This design comes from an exercise in tuning for small area, a short achievable clock period and few clock cycles per item on the open sky130 flow, not from production work.
The RTL was checked by simulation tests, not by an equivalence proof against the original design.
Power and IR drop assume default switching activity.

lane 1:
## dge_sha512
module dge_sha512 (
    input  wire         clk,
    input  wire         rst,             
    input  wire         start,
    input  wire [7:0]   alg,             
    input  wire         resume,
    input  wire [511:0] resume_h,        
    input  wire [63:0]  resume_count,    
    input  wire         abort,
    input  wire         in_valid,
    output reg          in_ready,
    input  wire [63:0]  in_data,
    input  wire         in_last,
    input  wire [3:0]   in_nbytes,
    output reg          busy,
    output reg          done,
    output reg          err,
    output wire [511:0] digest
);
For scale: roughly 13,000 cells after synthesis, about 2,300 flip-flops, roughly 1,200 I/O pins, about 130,000 sq um of cells after synthesis.
export LEC_CHECK = 0
export ABC_AREA = 1
export CAP_MARGIN = 20
export CORE_MARGIN = 2
export CORE_UTILIZATION = 45
export PLACE_DENSITY = 0.7
export SLEW_MARGIN = 20
export SYNTH_MEMORY_MAX_BITS = 8192
create_clock -name core_clock -period 13.0 [get_ports {clk}]
standard.sh (not shown) runs the stock make flow with config.mk's settings and CLKGATE_MAP_FILE= SYNTH_SCRIPT=/design/flow/synth_recipe.tcl, a recipe that flattens the netlist after the stock synthesis.
==> flow/flow/run.sh <==
#!/bin/bash
# Standard synthesis, then the standard layout with: repair_timing aiming at
# a setup margin below the clock period (the SDC is unchanged), and a plain
# buffer (flow/port_buffer.txt) on every port.
set -euo pipefail
MARGIN=$(cat flow/margin.txt)
PORTBUF=$(cat flow/port_buffer.txt)
bash standard.sh synth > synth.log 2>&1
bash standard.sh SETUP_SLACK_MARGIN=$MARGIN "BUFFER_PORTS_ARGS=-buffer_cell $PORTBUF" finish > layout.log 2>&1
==> flow/flow/margin.txt <==
8.5
==> flow/flow/port_buffer.txt <==
sky130_fd_sc_hd__buf_1
Testbench counts of lane 1, summed over its fixed seeds: cycles 55,230, bytes 57,574.
#### Input delta (lane 2 over lane 1)
--- a/flow/design.v
+++ b/flow/design.v
@@ -26,12 +26,13 @@
     localparam [7:0] ALG_SHA384 = 8'h02,
                      ALG_SHA512 = 8'h03;
     reg [1:0]  state;
     reg [6:0]  kidx;         
     reg        first;        
     reg        is384;
+    reg        ivload;       
     reg [1:0]  fmode;
     reg [3:0]  fp;           
     reg        need80;       
     reg        lenfit;       
     reg [60:0] cnt_hi;       
     reg [2:0]  cnt_lo;       
@@ -212,18 +213,17 @@
     wire [511:0] rh;         
     generate
         for (gi = 0; gi < 64; gi = gi + 1) begin : g_rh
             assign rh[511-8*gi -: 8] = resume_h[8*gi +: 8];
         end
     endgenerate
-    wire [511:0] iv = (alg == ALG_SHA384) ?
+    wire [511:0] iv = is384 ?
         {64'hcbbb9d5dc1059ed8, 64'h629a292a367cd507, 64'h9159015a3070dd17, 64'h152fecd8f70e5939,
          64'h67332667ffc00b31, 64'h8eb44a8768581511, 64'hdb0c2e0d64f98fa7, 64'h47b5481dbefa4fa4} :
         {64'h6a09e667f3bcc908, 64'hbb67ae8584caa73b, 64'h3c6ef372fe94f82b, 64'ha54ff53a5f1d36f1,
          64'h510e527fade682d1, 64'h9b05688c2b3e6c1f, 64'h1f83d9abfb41bd6b, 64'h5be0cd19137e2179};
-    wire [511:0] h_init = resume ? rh : iv;
     wire idle = (state == S_IDLE);
     reg [1:0] state_n;
     reg [6:0] kidx_n;
     reg [1:0] fmode_n;
     reg       hv_n, done_n, err_n;
     wire      bad_last = take && in_last && !last_ok;
@@ -309,16 +309,20 @@
         busy     <= busy_n;
         in_ready <= busy_n && fmode_n == F_DATA &&
                     ((hv_n && feed_slot_n) || !hv_n);
     end
     always @(posedge clk) begin
         if (idle) begin
+            ivload <= start && !resume;
             if (start) begin
                 is384 <= (alg == ALG_SHA384);
-                {ha[3], ha[0], ha[1], ha[2], he[3], he[0], he[1], he[2]} <= h_init;
+                {ha[3], ha[0], ha[1], ha[2], he[3], he[0], he[1], he[2]} <= rh;
             end
+        end else if (ivload) begin
+            ivload <= 1'b0;
+            {ha[3], ha[0], ha[1], ha[2], he[3], he[0], he[1], he[2]} <= iv;
         end else if (go && rot) begin
             ha[0] <= sum_a; ha[1] <= ha[0]; ha[2] <= ha[1]; ha[3] <= ha[2];
             he[0] <= sum_e; he[1] <= he[0];
             he[2] <= clr67 ? 64'd0 : he[1];
             he[3] <= clr67 ? 64'd0 : he[2];
         end
@@ -354,13 +358,15 @@
     reg [63:0] e_d, f_d, g_d;
     always @(*) begin
         e_d = e;
         f_d = f;
         g_d = g;
         if (idle) begin
-            g_d = h_init[63:0];      
+            g_d = rh[63:0];          
+        end else if (ivload) begin
+            g_d = iv[63:0];
         end else if (go) begin
             if (state == S_POST) begin
                 e_d = sum_e;
                 f_d = he[0];
                 g_d = he[1];
             end else if (state == S_RND) begin
Notes after the runs:
Maximum net fanout on the critical path ended up 95 lower on lane 2 than on lane 1. The maximum clock frequency of lane 2 is higher than that of lane 1. Lane 1 has a higher via count of the first global-routing pass than lane 2. Summary of lane 2 over lane 1: die area went down, global-route usage went down, utilization fell 0.62 points. Worst supply voltage drop on vdd (lane 2 over lane 1): decrease, 2.3%.
Testbench counts of lane 2, summed over its fixed seeds: cycles 55,230, bytes 57,574.

---

== 12-19 ==
dge_sha512, a different RTL version from the one above (not shown whole).
For scale: roughly 12000 cells after synthesis, roughly 2300 flip-flops, roughly 1200 I/O pins.
==> flow/config.mk <==
export PLATFORM = sky130hd
export DESIGN_NAME = dge_sha512
export DESIGN_NICKNAME = dge_sha512
export VERILOG_FILES = /design/flow/design.v
export SDC_FILE = /design/flow/constraint.sdc
export NUM_CORES = 8
export LEC_CHECK = 0
export ABC_AREA = 1
export CAP_MARGIN = 20
export CORE_MARGIN = 2
export CORE_UTILIZATION = 50
export PLACE_DENSITY = 0.7
export SLEW_MARGIN = 20
export SYNTH_MEMORY_MAX_BITS = 8192
==> flow/constraint.sdc <==
create_clock -name core_clock -period 13.0 [get_ports {clk}]
set_input_delay 2.6000 -clock core_clock [delete_from_list [all_inputs] [get_ports {clk}]]
set_output_delay 2.6000 -clock core_clock [all_outputs]
set_load 0.01 [all_outputs]
Scripts as last shown in full above: flow/flow/run.sh, flow/flow/margin.txt, flow/flow/port_buffer.txt
12-19 finished every step from synthesis to the final layout, and the layout passed the timing, design-rule and antenna checks.
Testbench counts of 12-19, summed over its fixed seeds: cycles 55,230, bytes 57,574.
Inputs modified between 12-19 and 04-04:
--- a/flow/design.v
+++ b/flow/design.v
@@ -197,18 +197,18 @@
         else if (lenfit && fp == 4'd15)
             pad_word = {cnt_hi[57:0], cnt_lo, 3'b000};
         else
             pad_word = 64'd0;
     end
     wire [63:0] feed_word = (fmode == F_DATA) ?
                             (in_last ? bswap64(last_beat) : bswap64(in_data)) : pad_word;
     wire clr67 = is384 && in_post && (fmode == F_END);
-    wire [63:0] sum_a = add64bk(ha[3], first ? 64'd0 : a);
-    wire [63:0] sum_e = add64bk(he[3], first ? 64'd0 : e);
+    wire [63:0] sum_a = add64(ha[3], first ? 64'd0 : a);
+    wire [63:0] sum_e = add64(he[3], first ? 64'd0 : e);
     wire [127:0] hkw_cs = csa(g, k, w[0]);
     wire [511:0] h_cat = {ha[0], ha[1], ha[2], ha[3], he[0], he[1], he[2], he[3]};
     genvar gi;
     generate
         for (gi = 0; gi < 64; gi = gi + 1) begin : g_dig
             assign digest[8*gi +: 8] = h_cat[511-8*gi -: 8];
         end
     endgenerate
==> comparison <==
04-04 did not stop at any stage, and its layout met the timing, design-rule and antenna checks.
Taking 12-19 as the reference, in 04-04 worst reg-to-reg path cell count saw an increase, clock-buffer cell count went up 14%, net switching power figure fell 0.80 mW, highest fanout seen on the critical path went down.
Relative to 12-19, worst hold slack across all endpoints has increased by 17 ps in 04-04.
On signed area change from the synthesized netlist to the final layout: between 12-19 and 04-04, it ends up lower for 12-19.
Source of the critical timing path: w[1][30] -> 04-04, kidx[0] -> 12-19
04-04 vs. 12-19: average cell area after synthesis -about 3%, fraction of final layout cells with drive strength greater than 1 +1.2 points.
Testbench counts of 04-04, summed over its fixed seeds: cycles 55,230, bytes 57,574.

==> what the ideal ports hide <==
No port has a modelled driver above. Below, the same layouts with a new extraction and two added sets of constraints. Step 1: set_driving_cell puts a clkbuf_16 on clk and a buf_2 on each other input, an assumption about the parent block. Step 2 moves the port delays by t, midway between the first and last clock arrival at a register: inputs arrive t later, outputs are due t later. That takes back most of the time a late clock gives input paths. Three values: no drivers, after step 1, after step 2; two values: the first two.
run | t (ns) | setup slack, ns | hold slack, ns | worst setup path at the end | slew at the worst register clock pin (ns)
lane 1 | 0.975 | 8.062 / 8.132 / 7.157 | 0.357 / 0.357 / 0.357 | input to register | 0.08 / 0.08
lane 2 | 0.996 | 8.175 / 8.175 / 7.557 | 0.379 / 0.379 / 0.379 | input to register | 0.07 / 0.07
12-19 | 1.006 | 8.333 / 8.333 / 7.579 | 0.359 / 0.359 / 0.359 | input to register | 0.07 / 0.07
04-04 | 1.006 | 7.086 / 7.086 / 7.086 | 0.376 / 0.376 / 0.376 | register to register | 0.09 / 0.09
After both steps setup and hold are still met in every run listed. The setup slack of lane 1, which loses most, moves by +0.070 ns with the drivers and by -0.905 ns with both steps.
